From an optimization exercise on the open Yosys and OpenROAD flow, aimed at small area, a short achievable clock period and few clock cycles per item; shortcuts taken in it are not production practice. Function was checked by simulation only, so behaviour that the tests miss may differ from the original.

==> build 47 <==
Design dc_rs_decoder, start of the top module:
module dc_rs_decoder (
  input  wire         clk,
  input  wire         rst,           
  input  wire         in_valid,
  output wire         in_ready,
  input  wire [159:0] in_sym,        
  input  wire         in_mark_a_vld,
  input  wire [4:0]   in_mark_a,
  input  wire         in_mark_b_vld,
  input  wire [4:0]   in_mark_b,
  output reg          out_valid,
  input  wire         out_ready,
  output wire [127:0] out_data,      
  output wire [1:0]   out_status,    
  output wire [19:0]  out_changed,
  output wire         out_unmarked_vld,
  output wire [4:0]   out_unmarked,
  output wire [31:0]  out_synd
);
clock: 22.0 ns
lec_check: 0
abc_area: 1
cap_margin: 20
core_margin: 2
core_utilization: 55
place_density: 0.7
slew_margin: 20
standard.sh (not shown) runs the stock make flow with config.mk's settings and CLKGATE_MAP_FILE= SYNTH_SCRIPT=/design/flow/synth_recipe.tcl, a recipe that flattens the netlist after the stock synthesis.
==> flow/flow/run.sh <==
#!/bin/bash
set -e
export BUFFER_PORTS_ARGS="-buffer_cell sky130_fd_sc_hd__buf_2"
export SETUP_SLACK_MARGIN=14.5
bash standard.sh > standard.log 2>&1
==> inputs of trial 14, as changes to build 47 <==
--- a/flow/design.v
+++ b/flow/design.v
@@ -1,32 +1,15 @@
 module rs_stage_a (
   input  wire [159:0] sym,
-  input  wire         va,
   input  wire [4:0]   ma,
-  input  wire         vb,
   input  wire [4:0]   mb,
   output wire [31:0]  synd,
-  output wire [7:0]   l1,
-  output wire [7:0]   l2,
-  output wire [7:0]   lx
+  output wire [7:0]   l2
 );
-  function [7:0] chip_loc;
-    input [4:0] x;
-    begin
-      chip_loc[0] = (x == 5'd1) | (x == 5'd5) | (x == 5'd6) | (x == 5'd7) | (x == 5'd11) | (x == 5'd19);
-      chip_loc[1] = (x == 5'd0) | (x == 5'd4) | (x == 5'd5) | (x == 5'd6) | (x == 5'd10) | (x == 5'd18);
-      chip_loc[2] = (x == 5'd1) | (x == 5'd3) | (x == 5'd4) | (x == 5'd6) | (x == 5'd7) | (x == 5'd9) | (x == 5'd11) | (x == 5'd17);
-      chip_loc[3] = (x == 5'd0) | (x == 5'd1) | (x == 5'd2) | (x == 5'd3) | (x == 5'd7) | (x == 5'd8) | (x == 5'd10) | (x == 5'd11) | (x == 5'd16);
-      chip_loc[4] = (x == 5'd0) | (x == 5'd2) | (x == 5'd5) | (x == 5'd9) | (x == 5'd10) | (x == 5'd11) | (x == 5'd15);
-      chip_loc[5] = (x == 5'd1) | (x == 5'd4) | (x == 5'd8) | (x == 5'd9) | (x == 5'd10) | (x == 5'd14);
-      chip_loc[6] = (x == 5'd0) | (x == 5'd3) | (x == 5'd7) | (x == 5'd8) | (x == 5'd9) | (x == 5'd13);
-      chip_loc[7] = (x == 5'd2) | (x == 5'd6) | (x == 5'd7) | (x == 5'd8) | (x == 5'd12);
-    end
-  endfunction
   function [7:0] lam2_of;
     input [5:0] x;
     begin
       lam2_of[0] = (x == 6'd2) | (x == 6'd5) | (x == 6'd6) | (x == 6'd13) | (x == 6'd14) | (x == 6'd15) | (x == 6'd17) | (x == 6'd20) | (x == 6'd24) | (x == 6'd25) | (x == 6'd26) | (x == 6'd30) | (x == 6'd38);
       lam2_of[1] = (x == 6'd1) | (x == 6'd4) | (x == 6'd5) | (x == 6'd12) | (x == 6'd13) | (x == 6'd14) | (x == 6'd16) | (x == 6'd19) | (x == 6'd23) | (x == 6'd24) | (x == 6'd25) | (x == 6'd29) | (x == 6'd37);
       lam2_of[2] = (x == 6'd0) | (x == 6'd2) | (x == 6'd3) | (x == 6'd4) | (x == 6'd5) | (x == 6'd6) | (x == 6'd11) | (x == 6'd12) | (x == 6'd14) | (x == 6'd17) | (x == 6'd18) | (x == 6'd20) | (x == 6'd22) | (x == 6'd23) | (x == 6'd25) | (x == 6'd26) | (x == 6'd28) | (x == 6'd30) | (x == 6'd36);
       lam2_of[3] = (x == 6'd1) | (x == 6'd3) | (x == 6'd4) | (x == 6'd6) | (x == 6'd10) | (x == 6'd11) | (x == 6'd14) | (x == 6'd15) | (x == 6'd16) | (x == 6'd19) | (x == 6'd20) | (x == 6'd21) | (x == 6'd22) | (x == 6'd26) | (x == 6'd27) | (x == 6'd29) | (x == 6'd30) | (x == 6'd35);
       lam2_of[4] = (x == 6'd0) | (x == 6'd3) | (x == 6'd6) | (x == 6'd9) | (x == 6'd10) | (x == 6'd17) | (x == 6'd18) | (x == 6'd19) | (x == 6'd21) | (x == 6'd24) | (x == 6'd28) | (x == 6'd29) | (x == 6'd30) | (x == 6'd34);
@@ -859,32 +842,25 @@
   wire t950 = t436 ^ t945;
   wire t951 = t946 ^ t947;
   wire t952 = t465 ^ t948;
   wire t953 = t949 ^ t950;
   wire t954 = t951 ^ t467;
   wire t955 = t952 ^ t953;
   wire t956 = t954 ^ t955;
   assign synd[31] = t956;
-  wire       e2 = va & vb;
-  wire [7:0] xa = chip_loc(ma);
-  wire [7:0] xb = chip_loc(mb);
-  assign l1 = e2 ? (xa ^ xb) : (va ? xa : xb);
   assign l2 = lam2_of({1'b0, ma} + {1'b0, mb});
-  assign lx = e2 ? xb : l1;
 endmodule
 module rs_stage_b1 (
   input  wire [31:0]  synd,
   input  wire         va,
   input  wire [4:0]   ma,
   input  wire         vb,
   input  wire [4:0]   mb,
-  input  wire [7:0]   l1,
   input  wire [7:0]   l2,
-  input  wire [7:0]   lx,
   output wire         clean,     
   output wire         allz,      
   output wire         okp,       
   output wire [4:0]   p,         
   output wire [7:0]   q,
   output wire [7:0]   f1
 );
   function [7:0] gf_mul;
@@ -911,16 +887,29 @@
       gf_sqr[2] = a[1] ^ a[4] ^ a[5] ^ a[6];
       gf_sqr[3] = a[4] ^ a[6];
       gf_sqr[4] = a[2] ^ a[4] ^ a[5] ^ a[7];
       gf_sqr[5] = a[5];
       gf_sqr[6] = a[3] ^ a[5] ^ a[6];
       gf_sqr[7] = a[6];
     end
   endfunction
+  function [7:0] chip_loc;
+    input [4:0] x;
+    begin
+      chip_loc[0] = (x == 5'd1) | (x == 5'd5) | (x == 5'd6) | (x == 5'd7) | (x == 5'd11) | (x == 5'd19);
+      chip_loc[1] = (x == 5'd0) | (x == 5'd4) | (x == 5'd5) | (x == 5'd6) | (x == 5'd10) | (x == 5'd18);
+      chip_loc[2] = (x == 5'd1) | (x == 5'd3) | (x == 5'd4) | (x == 5'd6) | (x == 5'd7) | (x == 5'd9) | (x == 5'd11) | (x == 5'd17);
+      chip_loc[3] = (x == 5'd0) | (x == 5'd1) | (x == 5'd2) | (x == 5'd3) | (x == 5'd7) | (x == 5'd8) | (x == 5'd10) | (x == 5'd11) | (x == 5'd16);
+      chip_loc[4] = (x == 5'd0) | (x == 5'd2) | (x == 5'd5) | (x == 5'd9) | (x == 5'd10) | (x == 5'd11) | (x == 5'd15);
+      chip_loc[5] = (x == 5'd1) | (x == 5'd4) | (x == 5'd8) | (x == 5'd9) | (x == 5'd10) | (x == 5'd14);
+      chip_loc[6] = (x == 5'd0) | (x == 5'd3) | (x == 5'd7) | (x == 5'd8) | (x == 5'd9) | (x == 5'd13);
+      chip_loc[7] = (x == 5'd2) | (x == 5'd6) | (x == 5'd7) | (x == 5'd8) | (x == 5'd12);
+    end
+  endfunction
   function [7:0] loc_inv;
     input [4:0] x;
     begin
       loc_inv[0] = (x == 5'd0) | (x == 5'd1) | (x == 5'd2) | (x == 5'd7) | (x == 5'd9) | (x == 5'd10) | (x == 5'd11) | (x == 5'd12) | (x == 5'd16) | (x == 5'd17) | (x == 5'd19);
       loc_inv[1] = (x == 5'd0) | (x == 5'd1) | (x == 5'd2) | (x == 5'd3) | (x == 5'd8) | (x == 5'd10) | (x == 5'd11) | (x == 5'd12) | (x == 5'd13) | (x == 5'd17) | (x == 5'd18);
       loc_inv[2] = (x == 5'd3) | (x == 5'd4) | (x == 5'd7) | (x == 5'd10) | (x == 5'd13) | (x == 5'd14) | (x == 5'd16) | (x == 5'd17) | (x == 5'd18);
       loc_inv[3] = (x == 5'd0) | (x == 5'd1) | (x == 5'd2) | (x == 5'd4) | (x == 5'd5) | (x == 5'd7) | (x == 5'd8) | (x == 5'd9) | (x == 5'd10) | (x == 5'd12) | (x == 5'd14) | (x == 5'd15) | (x == 5'd16) | (x == 5'd18);
       loc_inv[4] = (x == 5'd3) | (x == 5'd5) | (x == 5'd6) | (x == 5'd7) | (x == 5'd8) | (x == 5'd12) | (x == 5'd13) | (x == 5'd15);
@@ -931,17 +920,20 @@
   endfunction
   wire [7:0] s0 = synd[7:0];
   wire [7:0] s1 = synd[15:8];
   wire [7:0] s2 = synd[23:16];
   wire [7:0] s3 = synd[31:24];
   wire       e2 = va & vb;
   wire       e1 = va ^ vb;
   wire [4:0] m1 = va ? ma : mb;
-  wire [7:0] p10 = gf_mul(lx, s0);
+  wire [7:0] xa = chip_loc(ma);
+  wire [7:0] xb = chip_loc(mb);
+  wire [7:0] l1 = e2 ? (xa ^ xb) : (va ? xa : xb);
+  wire [7:0] p10 = gf_mul(e2 ? xb : l1, s0);
   wire [7:0] p11 = gf_mul(l1, s1);
   wire [7:0] p12 = gf_mul(l1, s2);
   wire [7:0] p20 = gf_mul(l2, s0);
   wire [7:0] p21 = gf_mul(l2, s1);
   wire [7:0] fa = e2 ? (s2 ^ p11 ^ p20) : e1 ? (s1 ^ p10) : s0;
   wire [7:0] fb = e2 ? (s3 ^ p12 ^ p21) : e1 ? (s2 ^ p11) : s1;
   wire [7:0] fc = e1 ? (s3 ^ p12) : s2;
   assign q  = s1 ^ p10;
@@ -1133,66 +1125,66 @@
   output wire [31:0]  out_synd
 );
   reg  r1_valid, r2_valid, sk_valid;
   wire adv3 = !out_valid || out_ready;
   wire adv2 = !r2_valid || adv3;
   wire adv1 = !r1_valid || adv2;
   wire take = in_valid && !sk_valid;
   assign in_ready = !sk_valid;
-  wire [31:0] a_synd;
-  wire [7:0]  a_l1, a_l2, a_lx;
-  rs_stage_a u_a (
-    .sym (in_sym),
-    .va (in_mark_a_vld), .ma (in_mark_a), .vb (in_mark_b_vld), .mb (in_mark_b),
-    .synd (a_synd), .l1 (a_l1), .l2 (a_l2), .lx (a_lx)
-  );
-  wire [195:0] a_beat = {a_l1, a_l2, a_lx,
-                         in_mark_b_vld, in_mark_b, in_mark_a_vld, in_mark_a,
-                         a_synd, in_sym[127:0]};
-  reg  [195:0] sk_beat;
+  reg  [171:0] sk_raw;
+  wire [171:0] in_raw = {in_mark_b_vld, in_mark_b, in_mark_a_vld, in_mark_a, in_sym};
+  wire [171:0] a_raw  = sk_valid ? sk_raw : in_raw;
   always @(posedge clk) begin
     if (rst) begin
       sk_valid <= 1'b0;
     end else if (take && !adv1) begin
       sk_valid <= 1'b1;
     end else if (adv1) begin
       sk_valid <= 1'b0;
     end
   end
   always @(posedge clk) begin
     if (take && !adv1) begin
-      sk_beat <= a_beat;
+      sk_raw <= in_raw;
     end
   end
+  wire [31:0] a_synd;
+  wire [7:0]  a_l2;
+  rs_stage_a u_a (
+    .sym (a_raw[159:0]), .ma (a_raw[164:160]), .mb (a_raw[170:166]),
+    .synd (a_synd), .l2 (a_l2)
+  );
   reg [127:0] r1_dat;
   reg [31:0]  r1_synd;
-  reg [7:0]   r1_l1, r1_l2, r1_lx;
+  reg [7:0]   r1_l2;
   reg         r1_va, r1_vb;
   reg [4:0]   r1_ma, r1_mb;
   always @(posedge clk) begin
     if (rst) begin
       r1_valid <= 1'b0;
     end else if (adv1) begin
       r1_valid <= sk_valid || take;
     end
   end
   always @(posedge clk) begin
     if (adv1 && (sk_valid || take)) begin
-      {r1_l1, r1_l2, r1_lx, r1_vb, r1_mb, r1_va, r1_ma, r1_synd, r1_dat} <=
-        sk_valid ? sk_beat : a_beat;
+      {r1_vb, r1_mb, r1_va, r1_ma} <= a_raw[171:160];
+      r1_dat  <= a_raw[127:0];
+      r1_synd <= a_synd;
+      r1_l2   <= a_l2;
     end
   end
   wire       b1_clean, b1_allz, b1_okp;
   wire [4:0] b1_p;
   wire [7:0] b1_q, b1_f1;
   rs_stage_b1 u_b1 (
     .synd (r1_synd),
     .va (r1_va), .ma (r1_ma), .vb (r1_vb), .mb (r1_mb),
-    .l1 (r1_l1), .l2 (r1_l2), .lx (r1_lx),
+    .l2 (r1_l2),
     .clean (b1_clean), .allz (b1_allz), .okp (b1_okp), .p (b1_p),
     .q (b1_q), .f1 (b1_f1)
   );
   reg [127:0] r2_dat;
   reg [31:0]  r2_synd;
   reg [7:0]   r2_q, r2_f1;
   reg         r2_clean, r2_allz, r2_okp;
   reg [4:0]   r2_p;
CORE_UTILIZATION = 50   (was 55)
PLACE_DENSITY = 0.65   (was 0.7)
==> comparison <==
Against build 47, the hold slack of trial 14 is higher by 0.039 ns.
Between build 47 and trial 14, the lower core utilization is in trial 14 (gap 3.9 points).
Between trial 14 and build 47, the lower non-clock buffer count is in build 47 (gap 105).
Against build 47, the design area of trial 14 is smaller by about 3.6%.
In trial 14 the synthesized area is lower than in build 47, by about 6.6%.
==> figures <==
quantity                                                trial 14        build 47
Post-synthesis simple-gate area fraction                   31.0%           35.4%
Achievable Freq                                          133 MHz         131 MHz
Finished Cell Area                                   71400 sq um     74100 sq um
Headroom to the max-slew limit                             14.2%           17.4%
Estimated wirelength of the detail-placed design       211000 um       209000 um
Met3 Resource Use GR                                       6.95%           8.21%
Outcome                                           finished clean  finished clean
Detailed Route WL                                      272000 um       271000 um
Placement Rows                                               130             128
Critical path buffer and inverter count                        2               1
Clock sinks                                                  759             799
Count of non-filler cells in the finished layout           10500           11300
Via count                                                  61400           66400
Worst r2r path cells                                          33              36
Testbench counts of build 47, summed over its fixed seeds: cycles 16,024, items 16,000.
Testbench counts of trial 14, summed over its fixed seeds: cycles 16,024, items 16,000.

==> run F: inputs <==
Another version of the RTL of dc_rs_decoder (not shown whole).
// dc_rs_decoder
module dc_rs_decoder (
  input  wire         clk,
  input  wire         rst,           
  input  wire         in_valid,
  output wire         in_ready,
  input  wire [159:0] in_sym,        
  input  wire         in_mark_a_vld,
  input  wire [4:0]   in_mark_a,
  input  wire         in_mark_b_vld,
  input  wire [4:0]   in_mark_b,
  output reg          out_valid,
  input  wire         out_ready,
  output wire [127:0] out_data,      
  output wire [1:0]   out_status,    
  output wire [19:0]  out_changed,
  output wire         out_unmarked_vld,
  output wire [4:0]   out_unmarked,
  output wire [31:0]  out_synd
);
  reg  r1_valid, r2_valid, sk_valid;
  wire adv3 = !out_valid || out_ready;
  wire adv2 = !r2_valid || adv3;
  wire adv1 = !r1_valid || adv2;
  wire take = in_valid && !sk_valid;
  assign in_ready = !sk_valid;
  wire [31:0] a_synd;
  wire [7:0]  a_l1, a_l2, a_lx;
  rs_stage_a u_a (
    .sym (in_sym),
    .va (in_mark_a_vld), .ma (in_mark_a), .vb (in_mark_b_vld), .mb (in_mark_b),
    .synd (a_synd), .l1 (a_l1), .l2 (a_l2), .lx (a_lx)
  );
  wire [195:0] a_beat = {a_l1, a_l2, a_lx,
                         in_mark_b_vld, in_mark_b, in_mark_a_vld, in_mark_a,
                         a_synd, in_sym[127:0]};
  reg  [195:0] sk_beat;
  always @(posedge clk) begin
    if (rst) begin
      sk_valid <= 1'b0;
    end else if (take && !adv1) begin
      sk_valid <= 1'b1;
    end else if (adv1) begin
      sk_valid <= 1'b0;
    end
  end
  always @(posedge clk) begin
    if (take && !adv1) begin
      sk_beat <= a_beat;
    end
  end
  reg [127:0] r1_dat;
  reg [31:0]  r1_synd;
  reg [7:0]   r1_l1, r1_l2, r1_lx;
  reg         r1_va, r1_vb;
  reg [4:0]   r1_ma, r1_mb;
  always @(posedge clk) begin
    if (rst) begin
      r1_valid <= 1'b0;
    end else if (adv1) begin
      r1_valid <= sk_valid || take;
    end
  end
  always @(posedge clk) begin
    if (adv1 && (sk_valid || take)) begin
      {r1_l1, r1_l2, r1_lx, r1_vb, r1_mb, r1_va, r1_ma, r1_synd, r1_dat} <=
        sk_valid ? sk_beat : a_beat;
    end
  end
  wire [1:0] b1_status;
  wire       b1_en_p, b1_corr;
  wire [4:0] b1_p;
  wire [7:0] b1_q, b1_f1, b1_il;
  rs_stage_b1 u_b1 (
    .synd (r1_synd),
  ...
export LEC_CHECK = 0
export ABC_AREA = 1
export CAP_MARGIN = 20
export CORE_MARGIN = 2
export CORE_UTILIZATION = 70
export PLACE_DENSITY = 0.85
export SLEW_MARGIN = 20
create_clock -name core_clock -period 22.0 [get_ports {clk}]
==> flow/flow/run.sh <==
#!/bin/bash
set -e
export BUFFER_PORTS_ARGS="-buffer_cell sky130_fd_sc_hd__buf_2"
export SETUP_SLACK_MARGIN=15
bash standard.sh > standard.log 2>&1
==> run D (differences from run F) <==
--- a/flow/design.v
+++ b/flow/design.v
@@ -1,43 +1,10 @@
 module rs_stage_a (
   input  wire [159:0] sym,
-  input  wire         va,
-  input  wire [4:0]   ma,
-  input  wire         vb,
-  input  wire [4:0]   mb,
-  output wire [31:0]  synd,
-  output wire [7:0]   l1,
-  output wire [7:0]   l2,
-  output wire [7:0]   lx
+  output wire [31:0]  synd
 );
-  function [7:0] chip_loc;
-    input [4:0] x;
-    begin
-      chip_loc[0] = (x == 5'd1) | (x == 5'd5) | (x == 5'd6) | (x == 5'd7) | (x == 5'd11) | (x == 5'd19);
-      chip_loc[1] = (x == 5'd0) | (x == 5'd4) | (x == 5'd5) | (x == 5'd6) | (x == 5'd10) | (x == 5'd18);
-      chip_loc[2] = (x == 5'd1) | (x == 5'd3) | (x == 5'd4) | (x == 5'd6) | (x == 5'd7) | (x == 5'd9) | (x == 5'd11) | (x == 5'd17);
-      chip_loc[3] = (x == 5'd0) | (x == 5'd1) | (x == 5'd2) | (x == 5'd3) | (x == 5'd7) | (x == 5'd8) | (x == 5'd10) | (x == 5'd11) | (x == 5'd16);
-      chip_loc[4] = (x == 5'd0) | (x == 5'd2) | (x == 5'd5) | (x == 5'd9) | (x == 5'd10) | (x == 5'd11) | (x == 5'd15);
-      chip_loc[5] = (x == 5'd1) | (x == 5'd4) | (x == 5'd8) | (x == 5'd9) | (x == 5'd10) | (x == 5'd14);
-      chip_loc[6] = (x == 5'd0) | (x == 5'd3) | (x == 5'd7) | (x == 5'd8) | (x == 5'd9) | (x == 5'd13);
-      chip_loc[7] = (x == 5'd2) | (x == 5'd6) | (x == 5'd7) | (x == 5'd8) | (x == 5'd12);
-    end
-  endfunction
-  function [7:0] lam2_of;
-    input [5:0] x;
-    begin
-      lam2_of[0] = (x == 6'd2) | (x == 6'd5) | (x == 6'd6) | (x == 6'd13) | (x == 6'd14) | (x == 6'd15) | (x == 6'd17) | (x == 6'd20) | (x == 6'd24) | (x == 6'd25) | (x == 6'd26) | (x == 6'd30) | (x == 6'd38);
-      lam2_of[1] = (x == 6'd1) | (x == 6'd4) | (x == 6'd5) | (x == 6'd12) | (x == 6'd13) | (x == 6'd14) | (x == 6'd16) | (x == 6'd19) | (x == 6'd23) | (x == 6'd24) | (x == 6'd25) | (x == 6'd29) | (x == 6'd37);
-      lam2_of[2] = (x == 6'd0) | (x == 6'd2) | (x == 6'd3) | (x == 6'd4) | (x == 6'd5) | (x == 6'd6) | (x == 6'd11) | (x == 6'd12) | (x == 6'd14) | (x == 6'd17) | (x == 6'd18) | (x == 6'd20) | (x == 6'd22) | (x == 6'd23) | (x == 6'd25) | (x == 6'd26) | (x == 6'd28) | (x == 6'd30) | (x == 6'd36);
-      lam2_of[3] = (x == 6'd1) | (x == 6'd3) | (x == 6'd4) | (x == 6'd6) | (x == 6'd10) | (x == 6'd11) | (x == 6'd14) | (x == 6'd15) | (x == 6'd16) | (x == 6'd19) | (x == 6'd20) | (x == 6'd21) | (x == 6'd22) | (x == 6'd26) | (x == 6'd27) | (x == 6'd29) | (x == 6'd30) | (x == 6'd35);
-      lam2_of[4] = (x == 6'd0) | (x == 6'd3) | (x == 6'd6) | (x == 6'd9) | (x == 6'd10) | (x == 6'd17) | (x == 6'd18) | (x == 6'd19) | (x == 6'd21) | (x == 6'd24) | (x == 6'd28) | (x == 6'd29) | (x == 6'd30) | (x == 6'd34);
-      lam2_of[5] = (x == 6'd2) | (x == 6'd5) | (x == 6'd8) | (x == 6'd9) | (x == 6'd16) | (x == 6'd17) | (x == 6'd18) | (x == 6'd20) | (x == 6'd23) | (x == 6'd27) | (x == 6'd28) | (x == 6'd29) | (x == 6'd33);
-      lam2_of[6] = (x == 6'd1) | (x == 6'd4) | (x == 6'd7) | (x == 6'd8) | (x == 6'd15) | (x == 6'd16) | (x == 6'd17) | (x == 6'd19) | (x == 6'd22) | (x == 6'd26) | (x == 6'd27) | (x == 6'd28) | (x == 6'd32);
-      lam2_of[7] = (x == 6'd0) | (x == 6'd3) | (x == 6'd6) | (x == 6'd7) | (x == 6'd14) | (x == 6'd15) | (x == 6'd16) | (x == 6'd18) | (x == 6'd21) | (x == 6'd25) | (x == 6'd26) | (x == 6'd27) | (x == 6'd31);
-    end
-  endfunction
   wire t160 = sym[5] ^ sym[14];
   wire t161 = sym[4] ^ sym[15];
   wire t162 = sym[22] ^ sym[74];
   wire t163 = sym[44] ^ sym[110];
   wire t164 = sym[0] ^ sym[3];
   wire t165 = sym[11] ^ sym[38];
@@ -861,28 +828,19 @@
   wire t952 = t465 ^ t948;
   wire t953 = t949 ^ t950;
   wire t954 = t951 ^ t467;
   wire t955 = t952 ^ t953;
   wire t956 = t954 ^ t955;
   assign synd[31] = t956;
-  wire       e2 = va & vb;
-  wire [7:0] xa = chip_loc(ma);
-  wire [7:0] xb = chip_loc(mb);
-  assign l1 = e2 ? (xa ^ xb) : (va ? xa : xb);
-  assign l2 = lam2_of({1'b0, ma} + {1'b0, mb});
-  assign lx = e2 ? xb : l1;
 endmodule
 module rs_stage_b1 (
   input  wire [31:0]  synd,
   input  wire         va,
   input  wire [4:0]   ma,
   input  wire         vb,
   input  wire [4:0]   mb,
-  input  wire [7:0]   l1,
-  input  wire [7:0]   l2,
-  input  wire [7:0]   lx,
   output wire [1:0]   status,
   output wire         en_p,      
   output wire         corr,      
   output wire [4:0]   p,
   output wire [7:0]   q,
   output wire [7:0]   f1,
@@ -914,12 +872,25 @@
       gf_sqr[4] = a[2] ^ a[4] ^ a[5] ^ a[7];
       gf_sqr[5] = a[5];
       gf_sqr[6] = a[3] ^ a[5] ^ a[6];
       gf_sqr[7] = a[6];
     end
   endfunction
+  function [7:0] chip_loc;
+    input [4:0] x;
+    begin
+      chip_loc[0] = (x == 5'd1) | (x == 5'd5) | (x == 5'd6) | (x == 5'd7) | (x == 5'd11) | (x == 5'd19);
+      chip_loc[1] = (x == 5'd0) | (x == 5'd4) | (x == 5'd5) | (x == 5'd6) | (x == 5'd10) | (x == 5'd18);
+      chip_loc[2] = (x == 5'd1) | (x == 5'd3) | (x == 5'd4) | (x == 5'd6) | (x == 5'd7) | (x == 5'd9) | (x == 5'd11) | (x == 5'd17);
+      chip_loc[3] = (x == 5'd0) | (x == 5'd1) | (x == 5'd2) | (x == 5'd3) | (x == 5'd7) | (x == 5'd8) | (x == 5'd10) | (x == 5'd11) | (x == 5'd16);
+      chip_loc[4] = (x == 5'd0) | (x == 5'd2) | (x == 5'd5) | (x == 5'd9) | (x == 5'd10) | (x == 5'd11) | (x == 5'd15);
+      chip_loc[5] = (x == 5'd1) | (x == 5'd4) | (x == 5'd8) | (x == 5'd9) | (x == 5'd10) | (x == 5'd14);
+      chip_loc[6] = (x == 5'd0) | (x == 5'd3) | (x == 5'd7) | (x == 5'd8) | (x == 5'd9) | (x == 5'd13);
+      chip_loc[7] = (x == 5'd2) | (x == 5'd6) | (x == 5'd7) | (x == 5'd8) | (x == 5'd12);
+    end
+  endfunction
   function [7:0] loc_inv;
     input [4:0] x;
     begin
       loc_inv[0] = (x == 5'd0) | (x == 5'd1) | (x == 5'd2) | (x == 5'd7) | (x == 5'd9) | (x == 5'd10) | (x == 5'd11) | (x == 5'd12) | (x == 5'd16) | (x == 5'd17) | (x == 5'd19);
       loc_inv[1] = (x == 5'd0) | (x == 5'd1) | (x == 5'd2) | (x == 5'd3) | (x == 5'd8) | (x == 5'd10) | (x == 5'd11) | (x == 5'd12) | (x == 5'd13) | (x == 5'd17) | (x == 5'd18);
       loc_inv[2] = (x == 5'd3) | (x == 5'd4) | (x == 5'd7) | (x == 5'd10) | (x == 5'd13) | (x == 5'd14) | (x == 5'd16) | (x == 5'd17) | (x == 5'd18);
@@ -927,12 +898,25 @@
       loc_inv[4] = (x == 5'd3) | (x == 5'd5) | (x == 5'd6) | (x == 5'd7) | (x == 5'd8) | (x == 5'd12) | (x == 5'd13) | (x == 5'd15);
       loc_inv[5] = (x == 5'd4) | (x == 5'd6) | (x == 5'd7) | (x == 5'd8) | (x == 5'd9) | (x == 5'd13) | (x == 5'd14) | (x == 5'd16);
       loc_inv[6] = (x == 5'd0) | (x == 5'd5) | (x == 5'd7) | (x == 5'd8) | (x == 5'd9) | (x == 5'd10) | (x == 5'd14) | (x == 5'd15) | (x == 5'd17);
       loc_inv[7] = (x == 5'd0) | (x == 5'd1) | (x == 5'd6) | (x == 5'd8) | (x == 5'd9) | (x == 5'd10) | (x == 5'd11) | (x == 5'd15) | (x == 5'd16) | (x == 5'd18);
     end
   endfunction
+  function [7:0] lam2_of;
+    input [5:0] x;
+    begin
+      lam2_of[0] = (x == 6'd2) | (x == 6'd5) | (x == 6'd6) | (x == 6'd13) | (x == 6'd14) | (x == 6'd15) | (x == 6'd17) | (x == 6'd20) | (x == 6'd24) | (x == 6'd25) | (x == 6'd26) | (x == 6'd30) | (x == 6'd38);
+      lam2_of[1] = (x == 6'd1) | (x == 6'd4) | (x == 6'd5) | (x == 6'd12) | (x == 6'd13) | (x == 6'd14) | (x == 6'd16) | (x == 6'd19) | (x == 6'd23) | (x == 6'd24) | (x == 6'd25) | (x == 6'd29) | (x == 6'd37);
+      lam2_of[2] = (x == 6'd0) | (x == 6'd2) | (x == 6'd3) | (x == 6'd4) | (x == 6'd5) | (x == 6'd6) | (x == 6'd11) | (x == 6'd12) | (x == 6'd14) | (x == 6'd17) | (x == 6'd18) | (x == 6'd20) | (x == 6'd22) | (x == 6'd23) | (x == 6'd25) | (x == 6'd26) | (x == 6'd28) | (x == 6'd30) | (x == 6'd36);
+      lam2_of[3] = (x == 6'd1) | (x == 6'd3) | (x == 6'd4) | (x == 6'd6) | (x == 6'd10) | (x == 6'd11) | (x == 6'd14) | (x == 6'd15) | (x == 6'd16) | (x == 6'd19) | (x == 6'd20) | (x == 6'd21) | (x == 6'd22) | (x == 6'd26) | (x == 6'd27) | (x == 6'd29) | (x == 6'd30) | (x == 6'd35);
+      lam2_of[4] = (x == 6'd0) | (x == 6'd3) | (x == 6'd6) | (x == 6'd9) | (x == 6'd10) | (x == 6'd17) | (x == 6'd18) | (x == 6'd19) | (x == 6'd21) | (x == 6'd24) | (x == 6'd28) | (x == 6'd29) | (x == 6'd30) | (x == 6'd34);
+      lam2_of[5] = (x == 6'd2) | (x == 6'd5) | (x == 6'd8) | (x == 6'd9) | (x == 6'd16) | (x == 6'd17) | (x == 6'd18) | (x == 6'd20) | (x == 6'd23) | (x == 6'd27) | (x == 6'd28) | (x == 6'd29) | (x == 6'd33);
+      lam2_of[6] = (x == 6'd1) | (x == 6'd4) | (x == 6'd7) | (x == 6'd8) | (x == 6'd15) | (x == 6'd16) | (x == 6'd17) | (x == 6'd19) | (x == 6'd22) | (x == 6'd26) | (x == 6'd27) | (x == 6'd28) | (x == 6'd32);
+      lam2_of[7] = (x == 6'd0) | (x == 6'd3) | (x == 6'd6) | (x == 6'd7) | (x == 6'd14) | (x == 6'd15) | (x == 6'd16) | (x == 6'd18) | (x == 6'd21) | (x == 6'd25) | (x == 6'd26) | (x == 6'd27) | (x == 6'd31);
+    end
+  endfunction
   function [7:0] zi_of;
     input [5:0] x;
     begin
       zi_of[0] = (x == 6'd46) | (x == 6'd47) | (x == 6'd49) | (x == 6'd50) | (x == 6'd51) | (x == 6'd53) | (x == 6'd56) | (x == 6'd57) | (x == 6'd60) | (x == 6'd63) | (x == 6'd2) | (x == 6'd3) | (x == 6'd5) | (x == 6'd6) | (x == 6'd9) | (x == 6'd10) | (x == 6'd12) | (x == 6'd16) | (x == 6'd19);
       zi_of[1] = (x == 6'd45) | (x == 6'd46) | (x == 6'd48) | (x == 6'd49) | (x == 6'd54) | (x == 6'd58) | (x == 6'd60) | (x == 6'd62) | (x == 6'd2) | (x == 6'd4) | (x == 6'd6) | (x == 6'd10) | (x == 6'd15) | (x == 6'd16) | (x == 6'd18) | (x == 6'd19);
       zi_of[2] = (x == 6'd46) | (x == 6'd47) | (x == 6'd48) | (x == 6'd51) | (x == 6'd52) | (x == 6'd53) | (x == 6'd57) | (x == 6'd58) | (x == 6'd59) | (x == 6'd61) | (x == 6'd62) | (x == 6'd63) | (x == 6'd1) | (x == 6'd2) | (x == 6'd3) | (x == 6'd5) | (x == 6'd6) | (x == 6'd7) | (x == 6'd11) | (x == 6'd12) | (x == 6'd13) | (x == 6'd16) | (x == 6'd17) | (x == 6'd18);
@@ -947,13 +931,17 @@
   wire [7:0] s1 = synd[15:8];
   wire [7:0] s2 = synd[23:16];
   wire [7:0] s3 = synd[31:24];
   wire       e2 = va & vb;
   wire       e1 = va ^ vb;
   wire [4:0] m1 = va ? ma : mb;
-  wire [7:0] p10 = gf_mul(lx, s0);
+  wire [7:0] xa = chip_loc(ma);
+  wire [7:0] xb = chip_loc(mb);
+  wire [7:0] l1 = e2 ? (xa ^ xb) : chip_loc(m1);
+  wire [7:0] l2 = lam2_of({1'b0, ma} + {1'b0, mb});
+  wire [7:0] p10 = gf_mul(e2 ? xb : l1, s0);
   wire [7:0] p11 = gf_mul(l1, s1);
   wire [7:0] p12 = gf_mul(l1, s2);
   wire [7:0] p20 = gf_mul(l2, s0);
   wire [7:0] p21 = gf_mul(l2, s1);
   wire [7:0] fa = e2 ? (s2 ^ p11 ^ p20) : e1 ? (s1 ^ p10) : s0;
   wire [7:0] fb = e2 ? (s3 ^ p12 ^ p21) : e1 ? (s2 ^ p11) : s1;
@@ -1018,24 +1006,26 @@
   wire       ok    = anz & fnd & cons & notm;
   assign corr   = ~clean & (ok | allz);
   assign en_p   = corr & ok;
   assign status = clean ? 2'd0 : corr ? 2'd1 : 2'd3;
 endmodule
 module rs_stage_b2 (
+  input  wire [127:0] dat,
   input  wire [7:0]   s0,
   input  wire         va,
   input  wire [4:0]   ma,
   input  wire         vb,
   input  wire [4:0]   mb,
+  input  wire         en_p,
+  input  wire         corr,
   input  wire [4:0]   p,
   input  wire [7:0]   q,
   input  wire [7:0]   f1,
   input  wire [7:0]   il,
-  output wire [7:0]   yp,
-  output wire [7:0]   mag_a,
-  output wire [7:0]   mag_b
+  output wire [127:0] data,
+  output wire [19:0]  changed
 );
   function [7:0] gf_mul;
     input [7:0] a;
     input [7:0] b;
     integer k;
     reg [7:0] p;
@@ -1079,46 +1069,26 @@
   wire       e2 = va & vb;
   wire       e1 = va ^ vb;
   wire [4:0] m1 = va ? ma : mb;
   wire [7:0] w   = gf_mul(f1, zi_of({1'b0, m1} - {1'b0, p}));
   wire [7:0] g   = gf_mul(loc_inv(mb), zi_of({1'b0, mb} - {1'b0, p}));
   wire [7:0] yp2 = gf_mul(w, g);
-  assign yp = e2 ? yp2 : e1 ? w : s0;
+  wire [7:0] yp  = e2 ? yp2 : e1 ? w : s0;
   wire [7:0] ya2 = gf_mul(q ^ w, il);
   wire [7:0] y1  = s0 ^ yp;
-  assign mag_a = e2 ? ya2 : y1;
-  assign mag_b = e2 ? (y1 ^ ya2) : y1;
-endmodule
-module rs_stage_b3 (
-  input  wire [127:0] dat,
-  input  wire         va,
-  input  wire [4:0]   ma,
-  input  wire         vb,
-  input  wire [4:0]   mb,
-  input  wire         en_p,
-  input  wire         corr,
-  input  wire [4:0]   p,
-  input  wire [7:0]   yp,
-  input  wire [7:0]   mag_a,
-  input  wire [7:0]   mag_b,
-  output wire [127:0] data,
-  output wire [19:0]  changed
-);
-  wire yp_nz = |yp;
-  wire ma_nz = |mag_a;
-  wire mb_nz = |mag_b;
+  wire [7:0] mag_a = e2 ? ya2 : y1;
+  wire [7:0] mag_b = e2 ? (y1 ^ ya2) : y1;
   genvar c;
   generate
     for (c = 0; c < 20; c = c + 1) begin : g_chip
-      wire sel_p = en_p & (p == c);
-      wire sel_a = corr & va & (ma == c);
-      wire sel_b = corr & vb & (mb == c);
-      assign changed[c] = (sel_p & yp_nz) | (sel_a & ma_nz) | (sel_b & mb_nz);
+      wire [7:0] err = ({8{en_p & (p == c)}} & yp) |
+                       ({8{corr & va & (ma == c)}} & mag_a) |
+                       ({8{corr & vb & (mb == c)}} & mag_b);
+      assign changed[c] = |err;
       if (c < 16) begin : g_dat
-        assign data[8*c +: 8] = dat[8*c +: 8] ^ (({8{sel_p}} & yp) |
-                                ({8{sel_a}} & mag_a) | ({8{sel_b}} & mag_b));
+        assign data[8*c +: 8] = dat[8*c +: 8] ^ err;
       end
     end
   endgenerate
 endmodule
 module dc_rs_decoder (
   input  wire         clk,
@@ -1129,36 +1099,30 @@
   input  wire         in_mark_a_vld,
   input  wire [4:0]   in_mark_a,
   input  wire         in_mark_b_vld,
   input  wire [4:0]   in_mark_b,
   output reg          out_valid,
   input  wire         out_ready,
-  output wire [127:0] out_data,      
-  output wire [1:0]   out_status,    
-  output wire [19:0]  out_changed,
-  output wire         out_unmarked_vld,
-  output wire [4:0]   out_unmarked,
-  output wire [31:0]  out_synd
+  output reg  [127:0] out_data,      
+  output reg  [1:0]   out_status,    
+  output reg  [19:0]  out_changed,
+  output reg          out_unmarked_vld,
+  output reg  [4:0]   out_unmarked,
+  output reg  [31:0]  out_synd
 );
   reg  r1_valid, r2_valid, sk_valid;
   wire adv3 = !out_valid || out_ready;
   wire adv2 = !r2_valid || adv3;
   wire adv1 = !r1_valid || adv2;
   wire take = in_valid && !sk_valid;
   assign in_ready = !sk_valid;
-  wire [31:0] a_synd;
-  wire [7:0]  a_l1, a_l2, a_lx;
-  rs_stage_a u_a (
-    .sym (in_sym),
-    .va (in_mark_a_vld), .ma (in_mark_a), .vb (in_mark_b_vld), .mb (in_mark_b),
-    .synd (a_synd), .l1 (a_l1), .l2 (a_l2), .lx (a_lx)
-  );
-  wire [195:0] a_beat = {a_l1, a_l2, a_lx,
-                         in_mark_b_vld, in_mark_b, in_mark_a_vld, in_mark_a,
+  wire [31:0]  a_synd;
+  rs_stage_a u_a (.sym (in_sym), .synd (a_synd));
+  wire [171:0] a_beat = {in_mark_b_vld, in_mark_b, in_mark_a_vld, in_mark_a,
                          a_synd, in_sym[127:0]};
-  reg  [195:0] sk_beat;
+  reg  [171:0] sk_beat;
   always @(posedge clk) begin
     if (rst) begin
       sk_valid <= 1'b0;
     end else if (take && !adv1) begin
       sk_valid <= 1'b1;
     end else if (adv1) begin
@@ -1169,36 +1133,33 @@
     if (take && !adv1) begin
       sk_beat <= a_beat;
     end
   end
   reg [127:0] r1_dat;
   reg [31:0]  r1_synd;
-  reg [7:0]   r1_l1, r1_l2, r1_lx;
   reg         r1_va, r1_vb;
   reg [4:0]   r1_ma, r1_mb;
   always @(posedge clk) begin
     if (rst) begin
       r1_valid <= 1'b0;
     end else if (adv1) begin
       r1_valid <= sk_valid || take;
     end
   end
   always @(posedge clk) begin
     if (adv1 && (sk_valid || take)) begin
-      {r1_l1, r1_l2, r1_lx, r1_vb, r1_mb, r1_va, r1_ma, r1_synd, r1_dat} <=
-        sk_valid ? sk_beat : a_beat;
+      {r1_vb, r1_mb, r1_va, r1_ma, r1_synd, r1_dat} <= sk_valid ? sk_beat : a_beat;
     end
   end
   wire [1:0] b1_status;
   wire       b1_en_p, b1_corr;
   wire [4:0] b1_p;
   wire [7:0] b1_q, b1_f1, b1_il;
   rs_stage_b1 u_b1 (
     .synd (r1_synd),
     .va (r1_va), .ma (r1_ma), .vb (r1_vb), .mb (r1_mb),
-    .l1 (r1_l1), .l2 (r1_l2), .lx (r1_lx),
     .status (b1_status), .en_p (b1_en_p), .corr (b1_corr), .p (b1_p),
     .q (b1_q), .f1 (b1_f1), .il (b1_il)
   );
   reg [127:0] r2_dat;
   reg [31:0]  r2_synd;
   reg [7:0]   r2_il, r2_q, r2_f1;
@@ -1225,54 +1186,33 @@
       r2_en_p   <= b1_en_p;  r2_corr <= b1_corr;
       r2_p      <= b1_p;
       r2_va     <= r1_va;  r2_ma <= r1_ma;
       r2_vb     <= r1_vb;  r2_mb <= r1_mb;
     end
   end
-  wire [7:0] b2_yp, b2_mag_a, b2_mag_b;
+  wire [127:0] b2_data;
+  wire [19:0]  b2_changed;
   rs_stage_b2 u_b2 (
-    .s0 (r2_synd[7:0]),
+    .dat (r2_dat), .s0 (r2_synd[7:0]),
     .va (r2_va), .ma (r2_ma), .vb (r2_vb), .mb (r2_mb),
-    .p (r2_p), .q (r2_q), .f1 (r2_f1), .il (r2_il),
-    .yp (b2_yp), .mag_a (b2_mag_a), .mag_b (b2_mag_b)
+    .en_p (r2_en_p), .corr (r2_corr), .p (r2_p),
+    .q (r2_q), .f1 (r2_f1), .il (r2_il),
+    .data (b2_data), .changed (b2_changed)
   );
-  reg [127:0] r3_dat;
-  reg [31:0]  r3_synd;
-  reg [7:0]   r3_yp, r3_mag_a, r3_mag_b;
-  reg [1:0]   r3_status;
-  reg         r3_en_p, r3_corr;
-  reg [4:0]   r3_p;
-  reg         r3_va, r3_vb;
-  reg [4:0]   r3_ma, r3_mb;
   always @(posedge clk) begin
     if (rst) begin
       out_valid <= 1'b0;
     end else if (adv3) begin
       out_valid <= r2_valid;
     end
   end
   always @(posedge clk) begin
     if (adv3 && r2_valid) begin
-      r3_dat    <= r2_dat;
-      r3_synd   <= r2_synd;
-      r3_yp     <= b2_yp;
-      r3_mag_a  <= b2_mag_a;
-      r3_mag_b  <= b2_mag_b;
-      r3_status <= r2_status;
-      r3_en_p   <= r2_en_p;  r3_corr <= r2_corr;
-      r3_p      <= r2_p;
-      r3_va     <= r2_va;  r3_ma <= r2_ma;
-      r3_vb     <= r2_vb;  r3_mb <= r2_mb;
+      out_data         <= b2_data;
+      out_changed      <= b2_changed;
+      out_status       <= r2_status;
+      out_unmarked_vld <= r2_en_p;
+      out_unmarked     <= r2_p;
+      out_synd         <= r2_synd;
     end
   end
-  rs_stage_b3 u_b3 (
-    .dat (r3_dat),
-    .va (r3_va), .ma (r3_ma), .vb (r3_vb), .mb (r3_mb),
-    .en_p (r3_en_p), .corr (r3_corr), .p (r3_p),
-    .yp (r3_yp), .mag_a (r3_mag_a), .mag_b (r3_mag_b),
-    .data (out_data), .changed (out_changed)
-  );
-  assign out_status       = r3_status;
-  assign out_unmarked_vld = r3_en_p;
-  assign out_unmarked     = r3_p;
-  assign out_synd         = r3_synd;
 endmodule
==> flow/run.sh (new file) <==
#!/bin/bash
# synth_recipe.tcl (not shown) runs the flow's synth.tcl, then flattens the netlist and writes it again
# the make line also repeats each setting of config.mk as NAME=value (left out here)
make -C /OpenROAD-flow-scripts/flow DESIGN_CONFIG=/design/flow/config.mk WORK_HOME=/design/flow/orfs CLKGATE_MAP_FILE= SYNTH_SCRIPT=/design/flow/synth_recipe.tcl finish
--- a/flow/config.mk
+++ b/flow/config.mk
@@ -5,9 +5,9 @@
 export SDC_FILE = /design/flow/constraint.sdc
 export NUM_CORES = 4
 export LEC_CHECK = 0
 export ABC_AREA = 1
 export CAP_MARGIN = 20
 export CORE_MARGIN = 2
-export CORE_UTILIZATION = 70
-export PLACE_DENSITY = 0.85
+export CORE_UTILIZATION = 55
+export PLACE_DENSITY = 0.7
 export SLEW_MARGIN = 20
removed: flow/flow/run.sh
removed: flow/standard.sh
==> run summary <==
status stopped before the end; Stop stage global routing (5_1_grt); Err [ERROR GRT-0232] Routing congestion too high. Check the congestion heatmap in the GUI.; post-CTS setup buffers 64; clk sink count 806; total track usage 0.592; Rows 112; post-CTS resize count 169; Post-synth EDFFs 802; initial core utilization 0.703; Die Y 309 um; library cells used by synthesis 75; Post-Synth Simple-Gate Area 0.314; DP Worst Slack around 14,000 ps; adder-cell area share of the yosys netlist 0.00563; Placed Cells incl. Taps 10.1k; sequential area share after synthesis 0.370; Post-Synth XOR/XNOR Area 0.211
(the above is from run F)
==> run summary <==
status complete, no violations; adder-cell area share of the yosys netlist 0.00551; worst hold path class flop to flop; initial core utilization 0.555; post-CTS resize count 0; post-CTS setup buffers 0; Post-Synth Simple-Gate Area 0.342; library cells used by synthesis 64; Post-Synth XOR/XNOR Area 0.214; Layout Nets 9,366; DIE AREA 0.120 mm^2; clk sink count 741; DP Worst Slack 12,940 ps; Placed Cells incl. Taps 10.6k; Post-synth EDFFs approximately 740; total track usage 0.436
(the above is from run D)
Testbench counts of run F, summed over its fixed seeds: cycles 16,024, items 16,000.
Testbench counts of run D, summed over its fixed seeds: cycles 16,024, items 16,000.

## separate check: timing with driven ports
Ports are ideal in the flow. The routed layouts listed here were re-timed in OpenROAD. Step 1, drivers: a clkbuf_16 drives clk and a buf_2 each remaining input, both assumed. Step 2 adds t to the input delays and takes it off the output delays; t is the mean of the earliest and latest rising clock arrival at the registers after step 1. Input paths then give back, and output paths get back, about the clock's delay inside the block. a / b / c = ideal / step 1 / step 2; a / b = the first two.
run | shift t [ns] | setup slack, ns | worst setup path at the end | worst slew at a driven data input, ns
build 47 | 0.768 | 14.375 / 14.292 / 14.204 | input to register | 0.09
trial 14 | 0.789 | 14.478 / 14.391 / 13.941 | input to register | 0.07
run D | 0.732 | 12.486 / 12.486 / 12.486 | register to register | 0.10
After both steps every run listed still meets setup and hold. For trial 14, which loses most, drivers alone change the setup slack by -0.087 ns; drivers and shift together by -0.537 ns.
